This is an optimization exercise on Yosys and OpenROAD, whose aim is small area, a short achievable clock period and few clock cycles per item, not a production implementation.
Function was checked by simulation only, so behaviour that the tests miss may differ from the original.

File: flow/constraint.sdc
create_clock -name core_clock -period 6.0 [get_ports {clk}]
set_input_delay 1.2000 -clock core_clock [delete_from_list [all_inputs] [get_ports {clk}]]
set_output_delay 1.2000 -clock core_clock [all_outputs]
set_load 0.01 [all_outputs]
File: flow/design.v
module aes_sbox (
    input  wire [7:0] a,
    output wire [7:0] y
);
    wire [17:0] p;
    aes_sbox_a u_a (.a(a), .p(p));
    aes_sbox_b u_b (.p(p), .y(y));
endmodule
module aes_sbox_a (
    input  wire [7:0]  a,
    output wire [17:0] p
);
    wire U0, U1, U2, U3, U4, U5, U6, U7;
    assign {U0, U1, U2, U3, U4, U5, U6, U7} = a;
    wire T1, T2, T3, T4, T5, T6, T7, T8, T9, T10, T11, T12, T13, T14, T15, T16, T17, T18, T19, T20, T21, T22, T23, T24, T25, T26, T27, M1, M2, M3, M4, M5, M6, M7, M8, M9, M10, M11, M12, M13, M14, M15, M16, M17, M18, M19, M20, M21, M22, M23, M24, M25, M26, M27, M28, M29, M30, M31, M32, M33, M34, M35, M36, M37, M38, M39, M40, M41, M42, M43, M44, M45, M46, M47, M48, M49, M50, M51, M52, M53, M54, M55, M56, M57, M58, M59, M60, M61, M62, M63;
    assign T1 = U0 ^ U3;
    assign T2 = U0 ^ U5;
    assign T3 = U0 ^ U6;
    assign T4 = U3 ^ U5;
    assign T5 = U4 ^ U6;
    assign T6 = T1 ^ T5;
    assign T7 = U1 ^ U2;
    assign T8 = U7 ^ T6;
    assign T9 = U7 ^ T7;
    assign T10 = T6 ^ T7;
    assign T11 = U1 ^ U5;
    assign T12 = U2 ^ U5;
    assign T13 = T3 ^ T4;
    assign T14 = T6 ^ T11;
    assign T15 = T5 ^ T11;
    assign T16 = T5 ^ T12;
    assign T17 = T9 ^ T16;
    assign T18 = U3 ^ U7;
    assign T19 = T7 ^ T18;
    assign T20 = T1 ^ T19;
    assign T21 = U6 ^ U7;
    assign T22 = T7 ^ T21;
    assign T23 = T2 ^ T22;
    assign T24 = T2 ^ T10;
    assign T25 = T20 ^ T17;
    assign T26 = T3 ^ T16;
    assign T27 = T1 ^ T12;
    assign M1 = T13 & T6;
    assign M2 = T23 & T8;
    assign M3 = T14 ^ M1;
    assign M4 = T19 & U7;
    assign M5 = M4 ^ M1;
    assign M6 = T3 & T16;
    assign M7 = T22 & T9;
    assign M8 = T26 ^ M6;
    assign M9 = T20 & T17;
    assign M10 = M9 ^ M6;
    assign M11 = T1 & T15;
    assign M12 = T4 & T27;
    assign M13 = M12 ^ M11;
    assign M14 = T2 & T10;
    assign M15 = M14 ^ M11;
    assign M16 = M3 ^ M2;
    assign M17 = M5 ^ T24;
    assign M18 = M8 ^ M7;
    assign M19 = M10 ^ M15;
    assign M20 = M16 ^ M13;
    assign M21 = M17 ^ M15;
    assign M22 = M18 ^ M13;
    assign M23 = M19 ^ T25;
    assign M24 = M22 ^ M23;
    assign M25 = M22 & M20;
    assign M26 = M21 ^ M25;
    assign M27 = M20 ^ M21;
    assign M28 = M23 ^ M25;
    assign M29 = M28 & M27;
    assign M30 = M26 & M24;
    assign M31 = M20 & M23;
    assign M32 = M27 & M31;
    assign M33 = M27 ^ M25;
    assign M34 = M21 & M22;
    assign M35 = M24 & M34;
    assign M36 = M24 ^ M25;
    assign M37 = M21 ^ M29;
    assign M38 = M32 ^ M33;
    assign M39 = M23 ^ M30;
    assign M40 = M35 ^ M36;
    assign M41 = M38 ^ M40;
    assign M42 = M37 ^ M39;
    assign M43 = M37 ^ M38;
    assign M44 = M39 ^ M40;
    assign M45 = M42 ^ M41;
    assign M46 = M44 & T6;
    assign M47 = M40 & T8;
    assign M48 = M39 & U7;
    assign M49 = M43 & T16;
    assign M50 = M38 & T9;
    assign M51 = M37 & T17;
    assign M52 = M42 & T15;
    assign M53 = M45 & T27;
    assign M54 = M41 & T10;
    assign M55 = M44 & T13;
    assign M56 = M40 & T23;
    assign M57 = M39 & T19;
    assign M58 = M43 & T3;
    assign M59 = M38 & T22;
    assign M60 = M37 & T20;
    assign M61 = M42 & T1;
    assign M62 = M45 & T4;
    assign M63 = M41 & T2;
    assign p = {M63, M62, M61, M60, M59, M58, M57, M56, M55, M54, M53, M52, M51, M50, M49, M48, M47, M46};
endmodule
module aes_sbox_b (
    input  wire [17:0] p,
    output wire [7:0]  y
);
    wire M46, M47, M48, M49, M50, M51, M52, M53, M54, M55, M56, M57, M58, M59, M60, M61, M62, M63;
    assign {M63, M62, M61, M60, M59, M58, M57, M56, M55, M54, M53, M52, M51, M50, M49, M48, M47, M46} = p;
    wire L0, L1, L2, L3, L4, L5, L6, L7, L8, L9, L10, L11, L12, L13, L14, L15, L16, L17, L18, L19, L20, L21, L22, L23, L24, L25, L26, L27, L28, L29, S0, S1, S2, S3, S4, S5, S6, S7;
    assign L0 = M61 ^ M62;
    assign L1 = M50 ^ M56;
    assign L2 = M46 ^ M48;
    assign L3 = M47 ^ M55;
    assign L4 = M54 ^ M58;
    assign L5 = M49 ^ M61;
    assign L6 = M62 ^ L5;
    assign L7 = M46 ^ L3;
    assign L8 = M51 ^ M59;
    assign L9 = M52 ^ M53;
    assign L10 = M53 ^ L4;
    assign L11 = M60 ^ L2;
    assign L12 = M48 ^ M51;
    assign L13 = M50 ^ L0;
    assign L14 = M52 ^ M61;
    assign L15 = M55 ^ L1;
    assign L16 = M56 ^ L0;
    assign L17 = M57 ^ L1;
    assign L18 = M58 ^ L8;
    assign L19 = M63 ^ L4;
    assign L20 = L0 ^ L1;
    assign L21 = L1 ^ L7;
    assign L22 = L3 ^ L12;
    assign L23 = L18 ^ L2;
    assign L24 = L15 ^ L9;
    assign L25 = L6 ^ L10;
    assign L26 = L7 ^ L9;
    assign L27 = L8 ^ L10;
    assign L28 = L11 ^ L14;
    assign L29 = L11 ^ L17;
    assign S0 = L6 ^ L24;
    assign S1 = ~(L16 ^ L26);
    assign S2 = ~(L19 ^ L28);
    assign S3 = L6 ^ L21;
    assign S4 = L20 ^ L22;
    assign S5 = L25 ^ L29;
    assign S6 = ~(L13 ^ L27);
    assign S7 = ~(L6 ^ L23);
    assign y = {S0, S1, S2, S3, S4, S5, S6, S7};
endmodule
module aes256_enc (
    input  wire         clk,
    input  wire         rst,         
    input  wire         in_valid,
    output wire         in_ready,
    input  wire [255:0] key,
    input  wire [127:0] block_in,
    output wire         out_valid,
    input  wire         out_ready,
    output wire [127:0] block_out
);
    localparam W1 = 18;              
    localparam [1:0] EMPTY = 2'd0, ACTIVE = 2'd1, DONE = 2'd2;
    reg  [127:0]     s0;     
    reg  [255:0]     k0;     
    reg  [1:0]       st0;
    reg  [3:0]       rnd0;   
    reg  [1:0]       tk0;    
    reg  [16*W1-1:0] c1;     
    reg  [255:0]     k1;     
    reg  [4*W1-1:0]  kc1;
    reg  [1:0]       st1;
    reg  [3:0]       rnd1;
    reg  [1:0]       tk1;
    reg              last1;      
    reg              act1;       
    reg              fin1;       
    reg              done1;      
    reg              to_obuf;    
    reg              fresh0;     
    reg              free1;      
    reg  [127:0]     obuf;   
    reg              ovalid;
    reg  [1:0]       in_tk;  
    reg  [1:0]       o_tk;   
    assign in_ready  = free1;
    assign out_valid = ovalid;
    assign block_out = obuf;
    wire start = in_valid && free1;
    wire [16*W1-1:0] da;
    genvar i;
    generate
        for (i = 0; i < 16; i = i + 1) begin : g_sa
            aes_sbox_a u_sa (
                .a(s0[127 - 8*i -: 8]),
                .p(da[16*W1-1 - W1*i -: W1])
            );
        end
    endgenerate
    wire [31:0]     w_last = k0[31:0];
    wire [4*W1-1:0] ka;
    generate
        for (i = 0; i < 4; i = i + 1) begin : g_ka
            aes_sbox_a u_ka (
                .a(w_last[31 - 8*i -: 8]),
                .p(ka[4*W1-1 - W1*i -: W1])
            );
        end
    endgenerate
    wire [127:0] sub;        
    wire [127:0] sr;         
    generate
        for (i = 0; i < 16; i = i + 1) begin : g_sb
            aes_sbox_b u_sb (
                .p(c1[16*W1-1 - W1*i -: W1]),
                .y(sub[127 - 8*i -: 8])
            );
            assign sr[127 - 8*i -: 8] =
                sub[127 - 8*((i % 4) + 4*(((i / 4) + (i % 4)) % 4)) -: 8];
        end
    endgenerate
    function [7:0] xtime;
        input [7:0] b;
        xtime = {b[6:0], 1'b0} ^ (b[7] ? 8'h1b : 8'h00);
    endfunction
    wire [127:0] round_key = k1[127:0];
    wire [127:0] round_out;
    generate
        for (i = 0; i < 4; i = i + 1) begin : g_mix
            wire [7:0] a0 = sr[127 - 32*i      -: 8];
            wire [7:0] a1 = sr[127 - 32*i -  8 -: 8];
            wire [7:0] a2 = sr[127 - 32*i - 16 -: 8];
            wire [7:0] a3 = sr[127 - 32*i - 24 -: 8];
            wire [7:0] r0 = round_key[127 - 32*i      -: 8];
            wire [7:0] r1 = round_key[127 - 32*i -  8 -: 8];
            wire [7:0] r2 = round_key[127 - 32*i - 16 -: 8];
            wire [7:0] r3 = round_key[127 - 32*i - 24 -: 8];
            wire [7:0] p01 = a0 ^ a1;
            wire [7:0] p12 = a1 ^ a2;
            wire [7:0] p23 = a2 ^ a3;
            wire [7:0] p30 = a3 ^ a0;
            wire [7:0] m0 = xtime(p01) ^ (a1 ^ r0) ^ p23;
            wire [7:0] m1 = xtime(p12) ^ (a2 ^ r1) ^ p30;
            wire [7:0] m2 = xtime(p23) ^ (a3 ^ r2) ^ p01;
            wire [7:0] m3 = xtime(p30) ^ (a0 ^ r3) ^ p12;
            assign round_out[127 - 32*i      -: 8] = last1 ? a0 ^ r0 : m0;
            assign round_out[127 - 32*i -  8 -: 8] = last1 ? a1 ^ r1 : m1;
            assign round_out[127 - 32*i - 16 -: 8] = last1 ? a2 ^ r2 : m2;
            assign round_out[127 - 32*i - 24 -: 8] = last1 ? a3 ^ r3 : m3;
        end
    endgenerate
    wire [31:0] ks_sub;
    generate
        for (i = 0; i < 4; i = i + 1) begin : g_kb
            aes_sbox_b u_kb (
                .p(kc1[4*W1-1 - W1*i -: W1]),
                .y(ks_sub[31 - 8*i -: 8])
            );
        end
    endgenerate
    reg [7:0] rcon;
    always @* begin
        case (rnd1[3:1])
            3'd0:    rcon = 8'h01;
            3'd1:    rcon = 8'h02;
            3'd2:    rcon = 8'h04;
            3'd3:    rcon = 8'h08;
            3'd4:    rcon = 8'h10;
            3'd5:    rcon = 8'h20;
            default: rcon = 8'h40;
        endcase
    end
    wire [31:0] ks_t = rnd1[0] ? {ks_sub[23:16] ^ rcon, ks_sub[15:0], ks_sub[31:24]}
                               : ks_sub;
    wire [31:0] q0  = k1[255:224];
    wire [31:0] q1  = k1[223:192];
    wire [31:0] q2  = k1[191:160];
    wire [31:0] q3  = k1[159:128];
    wire [31:0] nw0 = q0 ^ ks_t;
    wire [31:0] nw1 = q1 ^ ks_t;
    wire [31:0] nw2 = q2 ^ ks_t;
    wire [31:0] nw3 = q3 ^ ks_t;
    wire       ovalid_n  = to_obuf || (ovalid && !out_ready);
    wire [1:0] o_tk_n    = to_obuf ? o_tk + 2'd1 : o_tk;
    wire       last_n    = (rnd0 == 4'd14);
    wire       fin_n     = (st0 == ACTIVE) && last_n;
    wire       to_obuf_n = ((st0 == DONE) || fin_n) && !ovalid_n && (tk0 == o_tk_n);
    always @(posedge clk) begin
        if (rst) begin
            st0     <= EMPTY;
            st1     <= EMPTY;
            act1    <= 1'b0;
            fin1    <= 1'b0;
            done1   <= 1'b0;
            to_obuf <= 1'b0;
            free1   <= 1'b1;
            ovalid  <= 1'b0;
            in_tk   <= 2'd0;
            o_tk    <= 2'd0;
        end else begin
            st1     <= st0;
            act1    <= (st0 == ACTIVE) && !last_n;
            fin1    <= fin_n;
            done1   <= (st0 == DONE);
            to_obuf <= to_obuf_n;
            fresh0  <= fin1 && !to_obuf;
            free1   <= (st0 == EMPTY) || to_obuf_n;
            ovalid  <= ovalid_n;
            o_tk    <= o_tk_n;
            if (free1)
                st0 <= in_valid ? ACTIVE : EMPTY;
            else if (act1)
                st0 <= ACTIVE;
            else
                st0 <= DONE;
            if (start)
                in_tk <= in_tk + 2'd1;
        end
    end
    always @(posedge clk) begin
        last1 <= last_n;
        rnd1  <= rnd0;
        tk1   <= tk0;
        if (free1) begin
            rnd0 <= 4'd1;
            tk0  <= in_tk;
        end else begin
            rnd0 <= rnd1 + 4'd1;
            tk0  <= tk1;
        end
    end
    always @(posedge clk) begin
        c1  <= da;
        k1  <= {k0[255:224],
                k0[255:224] ^ k0[223:192],
                k0[255:224] ^ k0[223:192] ^ k0[191:160],
                k0[255:224] ^ k0[223:192] ^ k0[191:160] ^ k0[159:128],
                fresh0 ? s0 : k0[127:0]};
        kc1 <= ka;
        if (free1)
            s0 <= block_in ^ key[255:128];
        else
            s0 <= round_out;
        if (free1)
            k0 <= key;
        else if (act1)
            k0 <= {k1[127:0], nw0, nw1, nw2, nw3};
        else
            k0 <= {k1[127:0], k1[127:0]};
        if (to_obuf)
            obuf <= done1 ? k1[127:0] : round_out;
    end
endmodule
File: flow/standard.sh
#!/bin/bash
# synth_recipe.tcl (not shown) runs the flow's synth.tcl, then flattens the netlist and writes it again
# the make line also repeats each setting of config.mk as NAME=value (left out here)
make -C /OpenROAD-flow-scripts/flow DESIGN_CONFIG=/design/flow/config.mk WORK_HOME=/design/flow/orfs CLKGATE_MAP_FILE= SYNTH_SCRIPT=/design/flow/synth_recipe.tcl "${@:-finish}"
File: flow/flow/abc.script
&get -n
&st
&dch
&nf -R 1000 -p
&put
buffer -c
topo
stime -c
upsize -c
dnsize -c
File: flow/flow/run.sh
#!/bin/bash
# Layout flow: the standard flow (standard.sh: ORFS synthesis,
# floorplan, placement, CTS, routing and finish) with two changes:
#  1. Synthesis is the standard flow's own (synth_recipe.tcl), except that ABC maps the
#     logic with flow/abc.script, an area-oriented mapping (&nf with the
#     delay constraint relaxed), instead of ORFS's abc_speed.script, which
#     maps for the least delay (see flow/synth.tcl).
#  2. Global placement gives every input and output port a buffer of the
#     platform's smallest buffer cell, sky130_fd_sc_hd__buf_1, instead of the
#     resizer's default choice. Later repair may resize it.
# make's output goes to standard.log; each ORFS step keeps its own log under
# orfs/logs/.
set -euo pipefail
cd "$(dirname "$0")/.."
W=$PWD
export MY_ABC_SCRIPT=$W/flow/abc.script
export FLOW_SYNTH_TCL=$W/synth_recipe.tcl
export BUFFER_PORTS_ARGS="-buffer_cell sky130_fd_sc_hd__buf_1"
sed -E "s#'?SYNTH_SCRIPT=[^ ']*'?#SYNTH_SCRIPT=$W/flow/synth.tcl#" standard.sh > own_standard.sh
grep -q "SYNTH_SCRIPT=$W/flow/synth.tcl" own_standard.sh
bash own_standard.sh finish > standard.log 2>&1
File: flow/flow/synth.tcl
# The standard flow's own synthesis (synth_recipe.tcl in the work folder, which sources
# ORFS's synth.tcl), with one change: ABC maps the logic with the script
# named by MY_ABC_SCRIPT (flow/abc.script) in place of ORFS's
# abc_speed.script. Flip-flops are mapped before ABC runs, so the registers
# are those of the standard synthesis.
proc abc {args} {
  set i [lsearch -exact $args -script]
  if {$i >= 0} {
    lset args [expr {$i + 1}] $::env(MY_ABC_SCRIPT)
  }
  yosys abc {*}$args
}
source $::env(FLOW_SYNTH_TCL)
File: flow/config.mk
export PLATFORM = sky130hd
export DESIGN_NAME = aes256_enc
export DESIGN_NICKNAME = aes256_enc
export VERILOG_FILES = /design/flow/design.v
export SDC_FILE = /design/flow/constraint.sdc
export NUM_CORES = 4
export LEC_CHECK = 0
export CAP_MARGIN = 20
export CORE_MARGIN = 2
export CORE_UTILIZATION = 35
export CTS_CLUSTER_DIAMETER = 60
export CTS_CLUSTER_SIZE = 20
export PLACE_DENSITY = 0.75
export SETUP_SLACK_MARGIN = 3.7
export SLEW_MARGIN = 20
export TNS_END_PERCENT = 0
==> flow_metrics.env, run 1 <==
export IMPL_status="finished clean"
export IMPL_crit_start="s0[117]"
export IMPL_critPathMaxStageDelay_ns=0.40
export IMPL_cts_buffers=92
export IMPL_yosysTopAreaCellShare_pct=32.79
export IMPL_synth_area_leaders="dfxtp_1 (33%), xnor2_1 (22%), xor2_1 (12%)"
export IMPL_grt_max_degree=181
export IMPL_start_util_pct=35.15
export IMPL_endpoint="c1[268]"
export IMPL_first_pass_iters=7
export IMPL_setup_viol=0
export IMPL_nNetsFinal=7391
export IMPL_worst_slew_pin_slew_ns=1.190
export IMPL_die_h_um=426.8
export IMPL_htree_levels=3
export IMPL_relSlewSlack_pct=19.07
export IMPL_startpoint_type="flop"
export IMPL_crit_path_max_fanout=4
export IMPL_clockBufferDepth=3
export IMPL_critPathRequiredTime_ns=6.62
export IMPL_synthAdderAreaFrac_pct=0.8198
export IMPL_syn_area_per_cell_um2=10.04
export IMPL_syn_inst=6234
export IMPL_path_cells="xnor2_4 -> xor2_4 -> xnor2_2 -> ha_1 -> xor2_2 -> xnor2_2 -> xnor2_2 -> nand2_1 -> nand2_2 -> xor2_2 -> xnor2_2 -> xnor2_2 -> nor2_1"
export IMPL_synth_top_flop_cell="dfxtp_1"
export IMPL_route_detailed_drc=0
export IMPL_crit_type="reg -> reg"
export IMPL_synth_mux_area_share_pct=5.135
export IMPL_coreArea_mm2=0.1780
export IMPL_worst_ep_arrival_time_ns=3.76
export IMPL_synth_top_family_by_area="XOR/XNOR gates"
export IMPL_hp_class="reg -> reg"
export IMPL_io_pins=518
export IMPL_cts_sinks=1154
export IMPL_num_fill_cells=16440
export IMPL_fmax_ghz=0.3181
export IMPL_syn_to_final_growth_pct=24.97
export IMPL_first_global_vias=46630
export IMPL_wl_um=236300
export IMPL_yosysTopAreaCell="dfxtp_1"
export IMPL_timing_critical_path_buf_inv=0
export IMPL_tritoncts="built"
export IMPL_r2r_cells=13
export IMPL_die_area_mm2=0.1822
export IMPL_path_depth=13
export IMPL_syn_nets=6663
export IMPL_finalHoldViolCount=0
export IMPL_period_minus_slack_ns=3.144
export IMPL_rsz0062_at_grt="true"
export IMPL_clockRootBuffer="clkbuf_16"
export IMPL_skew_ns=0.04261
export IMPL_end_kind="flop"
export IMPL_synth_most_common_cell="xnor2_1"
export IMPL_drt_wirelength_per_cell_um=25.13
export IMPL_antenna_left=0
export IMPL_synth_edf_count=129
export IMPL_dr_total_vias=46650
export IMPL_synth_cell_type_count=45
export IMPL_portBuffers=517
export IMPL_synthSimpleGateAreaFrac_pct=7.494
export IMPL_report_final_slew_viol_count=0
export IMPL_period_share_pct=52.39
export IMPL_cp_top_family="XOR/XNOR gates"
export IMPL_synth_xor_xnor_area_share_pct=38.96
export IMPL_synth_area_mm2=0.06257
export IMPL_grt_first_pass_wirelength_um=327800
export IMPL_max_cap_violations=0
export IMPL_grt_util_all_layers_pct=25.12
export IMPL_yosysWarnings=1
export IMPL_synthTopCellsByCount="xnor2_1 (1587), dfxtp_1 (1025), xor2_1 (846), nand2_1 (446), o21ai_0 (429)"
export IMPL_routed_via_density=4.962
export IMPL_regToRegSetupSlack_ns=2.86
export IMPL_finalSetupTns_ns=0
export IMPL_rows=155
export IMPL_drive_gt1_share_pct=23.28
export IMPL_drt_iter0_markers=4210
export IMPL_rr_endpoint="c1[268]"
export IMPL_synth_seq_cells=1154
export IMPL_synth_compound_area_share_pct=6.912
export IMPL_place_congestion=1.022
export IMPL_critPathMostFrequentCell="xnor2_2"
export IMPL_place_hpwl_um=184800
export IMPL_die_x_um=426.8
export IMPL_yosysSeqAreaShare_pct=38.98
export IMPL_critPathSlowestCell="dfxtp_4"
export IMPL_clock_latency_ns=0.75
export IMPL_synth_async_reset_ratio_pct=0
export IMPL_path_clk_slew_ns=0.09
export IMPL_antenna_found_initial=11
export IMPL_r2r_start="s0[117]"
export IMPL_grt_overflow_total=0
[registers in the layout, indices dropped and copies added (netlist names), 2 cells and up]
signal,count
tk0,2
rnd1,4
in_tk,2
tk1,2
s0,128
k1,256
st0,2
o_tk,2
kc1,72
c1,288
obuf,128
rnd0,4
k0,256
[worst min path at each step]
stage | start | end | slack, ns | cells after the start
after floorplan | rnd0[2] | rnd1[2] | 0.32 | 0
after global placement | rnd0[2] | rnd1[2] | 0.33 | 0
after detailed placement | rnd0[1] | rnd1[1] | 0.33 | 0
after CTS | rnd0[1] | rnd1[1] | 0.35 | 0
after global routing | rnd0[3] | rnd1[3] | 0.36 | 0
final | rnd0[1] | rnd1[1] | 0.35 | 0
[layout make-up]
cell class	instances	area, µm²	share of cell area, %
Multi-Input combinational cell	4816	42490	54.34
Sequential cell	1154	24720	31.61
Timing Repair Buffer	859	4715	6.029
Tap cell	2355	2947	3.768
Clock buffer	113	2496	3.192
Clock inverter	60	675.6	0.8640
Inverter	39	146.4	0.1872
Antenna cell	5	12.51	0.01600
[timing repair]
action	CTS	global route
resized for setup	690	145
hold buffers	0	0
buffers inserted	248	51
pin swaps	238	89
endpoints found under the setup margin	876	877
[metal layers]
metal	global-route usage (%)	vias up	wire length (µm)	share of wire, %
met5	0	-	25	0.011
met1	27.89	22630	85100	36
li1	-	21490	-	-
met2	41.28	1842	111400	47
met4	24.95	4	27590	12
met3	2.828	681	12140	5.1
[placed cells by master, fill, tap and decap left out, types with 41 or more instances in the layout]
| master | instances |
|---|---|
| buf_1 | 517 |
| dfxtp_4 | 58 |
| xor2_4 | 59 |
| nor2b_1 | 191 |
| edfxtp_1 | 129 |
| clkbuf_16 | 96 |
| xnor2_4 | 96 |
| o21ai_0 | 401 |
| a22oi_1 | 128 |
| a21oi_1 | 134 |
| buf_4 | 322 |
| dfxtp_1 | 883 |
| nand2_1 | 444 |
| ha_1 | 41 |
| nor2_1 | 394 |
| xor2_1 | 717 |
| xnor2_1 | 1276 |
| xnor2_2 | 358 |
| xor2_2 | 111 |
| mux2_2 | 260 |
| dfxtp_2 | 84 |
[cells by family after synthesis]
kind of cell,after synthesis
buf+inv,264
flops,1154
xor+xnor,2617
fa+ha+maj,41
simple gates,1090
compound gates,784
mux,284
[per-stage QoR]
stage	utilization [%]	hold WS, ns	cells	area [µm²]	setup WS (ns)
floorplan	-	0.3238	6234	63000	3.065
global placement	37.88	0.3317	8924	67440	2.207
detailed placement	37.89	0.3347	8924	67460	2.214
CTS	43.19	0.3508	9345	76890	3.015
global route	43.92	0.3648	9398	78190	2.739
finish	43.92	0.3536	9401	78200	2.856
Testbench counts, summed over its fixed seeds: cycles 28,712, items 2,048.
==> run 2: changes to the inputs <==
--- a/flow/config.mk
+++ b/flow/config.mk
@@ -12,5 +12,5 @@
 export CTS_CLUSTER_SIZE = 20
 export PLACE_DENSITY = 0.75
-export SETUP_SLACK_MARGIN = 3.7
+export SETUP_SLACK_MARGIN = 4.0
 export SLEW_MARGIN = 20
 export TNS_END_PERCENT = 0
==> run 2 against run 1 <==
  * Still clean
  * Die area stayed put
  * Worst setup slack stayed put
  * Maximum frequency stayed put
  * Non-clock buffer count stayed put
  * Critical path type unchanged
  * Critical endpoint unchanged
  * Highest routed layer unchanged
==> flow_metrics.env, run 2 <==
export IMPL_critPathRequiredTime_ns=6.62
export IMPL_die_h_um=426.8
export IMPL_hold_ws_ns=0.3536
export IMPL_wl_um=236300
export IMPL_finalSetupTns_ns=0
export IMPL_hp_class="reg -> reg"
export IMPL_place_hpwl_um=184800
export IMPL_synth_seq_cells=1154
export IMPL_cp_top_family="XOR/XNOR gates"
export IMPL_die_area_mm2=0.1822
export IMPL_clockRootBuffer="clkbuf_16"
export IMPL_rows=155
export IMPL_route_detailed_drc=0
export IMPL_period_minus_slack_ns=3.144
export IMPL_syn_inst=6234
export IMPL_drive_gt1_share_pct=23.28
export IMPL_syn_nets=6663
export IMPL_dr_total_vias=46650
export IMPL_max_cap_violations=0
export IMPL_instances_no_fill=9401
export IMPL_path_cells="xnor2_4 -> xor2_4 -> xnor2_2 -> ha_1 -> xor2_2 -> xnor2_2 -> xnor2_2 -> nand2_1 -> nand2_2 -> xor2_2 -> xnor2_2 -> xnor2_2 -> nor2_1"
export IMPL_drt_wirelength_per_cell_um=25.13
export IMPL_antenna_left=0
export IMPL_nNetsFinal=7391
export IMPL_yosysWarnings=1
export IMPL_coreArea_mm2=0.1780
export IMPL_dp_cells=8924
export IMPL_yosysSeqAreaShare_pct=38.98
export IMPL_cts_sinks=1154
export IMPL_fmax_ghz=0.3181
export IMPL_clock_latency_ns=0.75
export IMPL_crit_path_max_fanout=4
export IMPL_critPathMaxStageDelay_ns=0.40
export IMPL_crit_type="reg -> reg"
export IMPL_timing_critical_path_buf_inv=0
export IMPL_yosysTopAreaCellShare_pct=32.79
export IMPL_die_x_um=426.8
export IMPL_placed_cell_area_mm2=0.06746
export IMPL_synth_area_mm2=0.06257
export IMPL_synth_async_reset_ratio_pct=0
export IMPL_synthTopCellsByCount="xnor2_1 (1587), dfxtp_1 (1025), xor2_1 (846), nand2_1 (446), o21ai_0 (429)"
export IMPL_finalInstanceArea_mm2=0.07820
export IMPL_portBuffers=517
export IMPL_rsz0062_at_grt="true"
export IMPL_yosysTopAreaCell="dfxtp_1"
export IMPL_largest_reg_flops=288
export IMPL_drt_iter0_markers=4210
export IMPL_status="finished clean"
export IMPL_startpoint_type="flop"
export IMPL_first_global_vias=46630
export IMPL_start_util_pct=35.15
export IMPL_end_kind="flop"
export IMPL_grt_overflow_total=0
export IMPL_final_common_cell="xnor2_1"
export IMPL_routed_via_density=4.962
export IMPL_htree_levels=3
export IMPL_antenna_found_initial=11
export IMPL_clockBufferDepth=3
export IMPL_synth_area_leaders="dfxtp_1 (33%), xnor2_1 (22%), xor2_1 (12%)"
export IMPL_grt_max_degree=181
export IMPL_path_clk_slew_ns=0.09
export IMPL_critPathSlowestCell="dfxtp_4"
export IMPL_grt_first_pass_wirelength_um=327800
export IMPL_relSlewSlack_pct=19.07
export IMPL_worst_slew_pin_slew_ns=1.190
export IMPL_period_share_pct=52.39
export IMPL_grt_util_all_layers_pct=25.12
export IMPL_synth_cell_type_count=45
export IMPL_final_cell_mix="xnor2_1 (1276), dfxtp_1 (883), xor2_1 (717)"
export IMPL_skew_ns=0.04261
export IMPL_critPathMostFrequentCell="xnor2_2"
export IMPL_io_pins=518
export IMPL_syn_area_per_cell_um2=10.04
export IMPL_place_congestion=1.022
export IMPL_cts_buffers=92
export IMPL_syn_to_final_growth_pct=24.97
export IMPL_setup_viol=0
export IMPL_finalHoldViolCount=0
export IMPL_top_register="c1"
export IMPL_tritoncts="built"
export IMPL_largestRegisters="c1 (288), k0 (256), k1 (256)"
export IMPL_synth_top_flop_cell="dfxtp_1"
export IMPL_worst_ep_arrival_time_ns=3.76
export IMPL_first_pass_iters=7
export IMPL_synth_most_common_cell="xnor2_1"
export IMPL_report_final_slew_viol_count=0
export IMPL_synth_edf_count=129
-- run 2: final cells by class --
| class | count | area (µm²) |
|---|---|---|
| repair buffers | 859 | 4715 |
| flip-flops and latches | 1154 | 24720 |
| multi-input cells | 4816 | 42490 |
| diodes | 5 | 12.51 |
| clock buffers | 113 | 2496 |
| fillers | 16440 | 99840 |
| inverters | 39 | 146.4 |
| clock inverters | 60 | 675.6 |
| well taps | 2355 | 2947 |
-- run 2: path summary, 6_finish.rpt --
path / cells past startpoint / end / from / slack, ns
worst max-delay path: 13 / c1[268] / s0[117] / 2.86
worst min register to register: 0 / rnd1[1] / rnd0[1] / 0.35
worst max register to register: 13 / c1[268] / s0[117] / 2.86
worst min-delay path: 0 / rnd1[1] / rnd0[1] / 0.35
-- run 2: layer usage --
| layer | share of wire [%] | wire [µm] | up-vias | GRT usage, % |
|---|---|---|---|---|
| met4 | 12 | 27590 | 4 | 24.95 |
| met2 | 47 | 111400 | 1842 | 41.28 |
| met3 | 5.1 | 12140 | 681 | 2.828 |
| met5 | 0.011 | 25 | - | 0 |
| met1 | 36 | 85100 | 22630 | 27.89 |
| li1 | - | - | 21490 | - |
-- run 2: cell families after synthesis --
group	count (synthesis)	synth area share (%)
simple gates	1090	7.494
xor+xnor	2617	38.96
fa+ha+maj	41	0.8198
buf+inv	264	1.692
flops	1154	38.98
mux	284	5.135
compound gates	784	6.912
-- run 2: what timing repair did --
action,4_1_cts,5_1_grt
resized for setup,690,145
setup buffers,248,51
pin swaps,238,89
hold buffers,0,0
endpoints found under the setup margin,995,1030
-- run 2: stage by stage --
step / setup slack (ns) / util, %
CTS: 3.015 / 43.19
global route: 2.739 / 43.92
detailed placement: 2.214 / 37.89
floorplan: 3.065 / -
global placement: 2.207 / 37.88
finish: 2.856 / 43.92
==> run 3: changes to the inputs <==
--- a/flow/config.mk
+++ b/flow/config.mk
@@ -8,9 +8,8 @@
 export CAP_MARGIN = 20
 export CORE_MARGIN = 2
-export CORE_UTILIZATION = 35
+export CORE_UTILIZATION = 40
 export CTS_CLUSTER_DIAMETER = 60
 export CTS_CLUSTER_SIZE = 20
-export PLACE_DENSITY = 0.75
-export SETUP_SLACK_MARGIN = 4.0
+export SETUP_SLACK_MARGIN = 2.8
 export SLEW_MARGIN = 20
 export TNS_END_PERCENT = 0
==> run 3 against run 2 <==
  * Still clean
  * First-iteration DRC count is 18% lower
  * Global-route usage rose by 1.4 points
  * Via count shrank 4.5%
  * Die area decreased by 12%
  * Core utilization up 3.4 points
==> flow_metrics.env, run 3 <==
export IMPL_antenna_found_initial=14
export IMPL_place_hpwl_um=175900
export IMPL_yosysSeqAreaShare_pct=38.98
export IMPL_timing_critical_path_buf_inv=0
export IMPL_skew_ns=0.06039
export IMPL_yosysTopAreaCell="dfxtp_1"
export IMPL_startpoint_type="flop"
export IMPL_io_pins=518
export IMPL_period_share_pct=56.78
export IMPL_drt_iter0_markers=3457
export IMPL_dp_cells=8626
export IMPL_synth_cell_type_count=45
export IMPL_worst_slew_pin_slew_ns=1.131
export IMPL_grt_overflow_total=0
export IMPL_synthTopCellsByCount="xnor2_1 (1587), dfxtp_1 (1025), xor2_1 (846), nand2_1 (446), o21ai_0 (429)"
export IMPL_synth_top_flop_cell="dfxtp_1"
export IMPL_syn_inst=6234
export IMPL_place_congestion=0.9860
export IMPL_period_minus_slack_ns=3.407
export IMPL_grt_busiest_layer="met2"
export IMPL_syn_area_per_cell_um2=10.04
export IMPL_clock_latency_ns=0.77
export IMPL_num_fill_cells=14590
export IMPL_syn_to_final_growth_pct=17.96
export IMPL_die_h_um=399.5
export IMPL_path_depth=9
export IMPL_worst_ep_arrival_time_ns=3.88
export IMPL_path_cells="xnor2_1 -> xor2_1 -> xnor2_1 -> xnor2_1 -> xnor2_1 -> xor2_1 -> xnor2_1 -> o21ai_0 -> o21ai_0"
export IMPL_hp_class="reg -> reg"
export IMPL_cts_buffers=101
export IMPL_postCtsHoldBufs=0
export IMPL_critPathRequiredTime_ns=6.47
export IMPL_portBuffers=517
export IMPL_cts_sinks=1154
export IMPL_first_global_vias=43120
export IMPL_dr_total_vias=44570
export IMPL_rsz0062_at_grt="true"
export IMPL_r2r_cells=9
export IMPL_placed_cell_area_mm2=0.06668
export IMPL_cp_top_family="XOR/XNOR gates"
export IMPL_gr_usage_met3_pct=3.176
export IMPL_synth_edf_count=129
export IMPL_setup_viol=0
export IMPL_htree_levels=3
export IMPL_finalHoldViolCount=0
export IMPL_fmax_ghz=0.2935
export IMPL_drt_wirelength_per_cell_um=24.71
export IMPL_coreArea_mm2=0.1558
export IMPL_crit_type="reg -> reg"
export IMPL_syn_nets=6663
export IMPL_grt_use_met1_pct=35.11
export IMPL_max_cap_violations=0
export IMPL_largestRegisters="c1 (288), k0 (256), k1 (256)"
export IMPL_critPathMaxStageDelay_ns=0.83
export IMPL_clockBufferDepth=3
export IMPL_drive_gt1_share_pct=16.63
export IMPL_relSlewSlack_pct=23.10
export IMPL_routed_via_density=5.008
export IMPL_top_register="c1"
export IMPL_grt_util_all_layers_pct=26.56
export IMPL_instances_no_fill=8899
export IMPL_finalSetupTns_ns=0
export IMPL_min_path_cells=0
export IMPL_largest_reg_flops=288
export IMPL_critPathMostFrequentCell="xnor2_1"
export IMPL_crit_path_max_fanout=4
export IMPL_die_area_mm2=0.1596
export IMPL_synth_area_leaders="dfxtp_1 (33%), xnor2_1 (22%), xor2_1 (12%)"
export IMPL_start_util_pct=40.15
export IMPL_report_final_slew_viol_count=0
export IMPL_grt_max_degree=184
export IMPL_grt_util_met2_pct=43.65
export IMPL_path_clk_slew_ns=0.09
export IMPL_wl_um=219900
export IMPL_end_kind="flop"
export IMPL_final_cell_mix="xnor2_1 (1455), dfxtp_1 (923), xor2_1 (753)"
export IMPL_first_pass_iters=6
export IMPL_yosysWarnings=1
export IMPL_synth_async_reset_ratio_pct=0
export IMPL_final_common_cell="xnor2_1"
export IMPL_die_x_um=399.5
export IMPL_nNetsFinal=7177
export IMPL_antenna_left=0
export IMPL_synth_seq_cells=1154
export IMPL_rows=145
export IMPL_clockRootBuffer="clkbuf_16"
export IMPL_status="finished clean"
export IMPL_synth_area_mm2=0.06257
export IMPL_route_detailed_drc=0
export IMPL_critPathSlowestCell="xnor2_1"
export IMPL_grt_first_pass_wirelength_um=303600
export IMPL_synth_most_common_cell="xnor2_1"
export IMPL_post_route_util_pct=47.36
export IMPL_tritoncts="built"
export IMPL_finalInstanceArea_mm2=0.07381
export IMPL_yosysTopAreaCellShare_pct=32.79
[run 3: cell types whose count changed in the layout (fill, tap and decap cells not counted), moves of 11 or more]
cell,before,now
dfxtp_1,883,923
xnor2_4,96,62
o21ai_1,38,27
xor2_4,59,28
xnor2_1,1276,1455
dfxtp_4,58,17
a21oi_1,134,154
nor2_2,22,7
buf_4,322,109
nor2_1,394,410
a21oi_2,31,13
o21ai_0,401,416
xnor2_2,358,213
xor2_1,717,753
[run 3: cell type report]
cell class	instances	area [µm²]	share of cell area [%]
Antenna cell	8	20.02	0.02712
Clock buffer	117	2691	3.646
Clock inverter	71	928.4	1.258
Inverter	39	146.4	0.1983
Multi-Input combinational cell	4816	39940	54.10
Sequential cell	1154	24560	33.28
Tap cell	2058	2575	3.488
Timing Repair Buffer	636	2954	4.002
[run 3: repair_timing]
action	in CTS	in global routing
buffers inserted	8	69
hold endpoints to repair	0	0
setup endpoints to repair	371	492
gates resized for setup	127	324
pin swaps	5	54
[run 3: kinds of logic after synthesis]
kind of cell	count (synthesis)	share of synthesized area (%)
xor+xnor	2617	38.96
flops	1154	38.98
simple gates	1090	7.494
compound gates	784	6.912
mux	284	5.135
buf+inv	264	1.692
fa+ha+maj	41	0.8198
[run 3: routing by layer]
layer / vias up / share of wire [%] / routed length, µm
met1: 21660 / 43 / 94130
met4: 4 / 4.6 / 10190
met3: 335 / 5.6 / 12360
li1: 21120 / - / -
met5: - / 0.0068 / 15
met2: 1448 / 47 / 103200
[run 3: stage by stage]
step           hold slack, ns  worst slack (ns)
2_1_floorplan          0.3238             2.879
6_report               0.3269             2.593
5_1_grt                0.3353             2.516
3_5_place_dp           0.3322             2.016
3_3_place_gp           0.3296             2.046
4_1_cts                0.3328             2.578
[run 3: worst paths after layout]
kind / from / to / slack [ns]
max: c1[149] / obuf[33] / 2.59
min: rnd0[1] / rnd1[1] / 0.33
max reg2reg: c1[149] / obuf[33] / 2.59
min reg2reg: rnd0[1] / rnd1[1] / 0.33

==> afterwards: timing with drivers on the ports <==
How much do the figures lean on ideal ports? The routed layouts below were timed once more, with nothing changed but the port constraints.
Step 1 assumes that a clkbuf_16 drives the clock port and a buf_2 every other input.
Step 2 also shifts input and output timing later by t, the mid clock arrival at the registers, as if the neighbouring blocks saw the same clock.
Three values: no drivers, after step 1, after step 2; two values: the first two.
run | t (ns) | setup slack, ns | worst hold slack (ns) | worst slew at a driven data input, ns
run 1 | 0.822 | 2.856 / 2.856 / 2.856 | 0.354 / 0.354 / 0.354 | 0.13
run 2 | 0.822 | 2.856 / 2.856 / 2.856 | 0.354 / 0.354 / 0.354 | 0.13
run 3 | 0.827 | 2.593 / 2.593 / 2.593 | 0.327 / 0.327 / 0.327 | 0.13
After both steps every run listed still meets setup and hold.
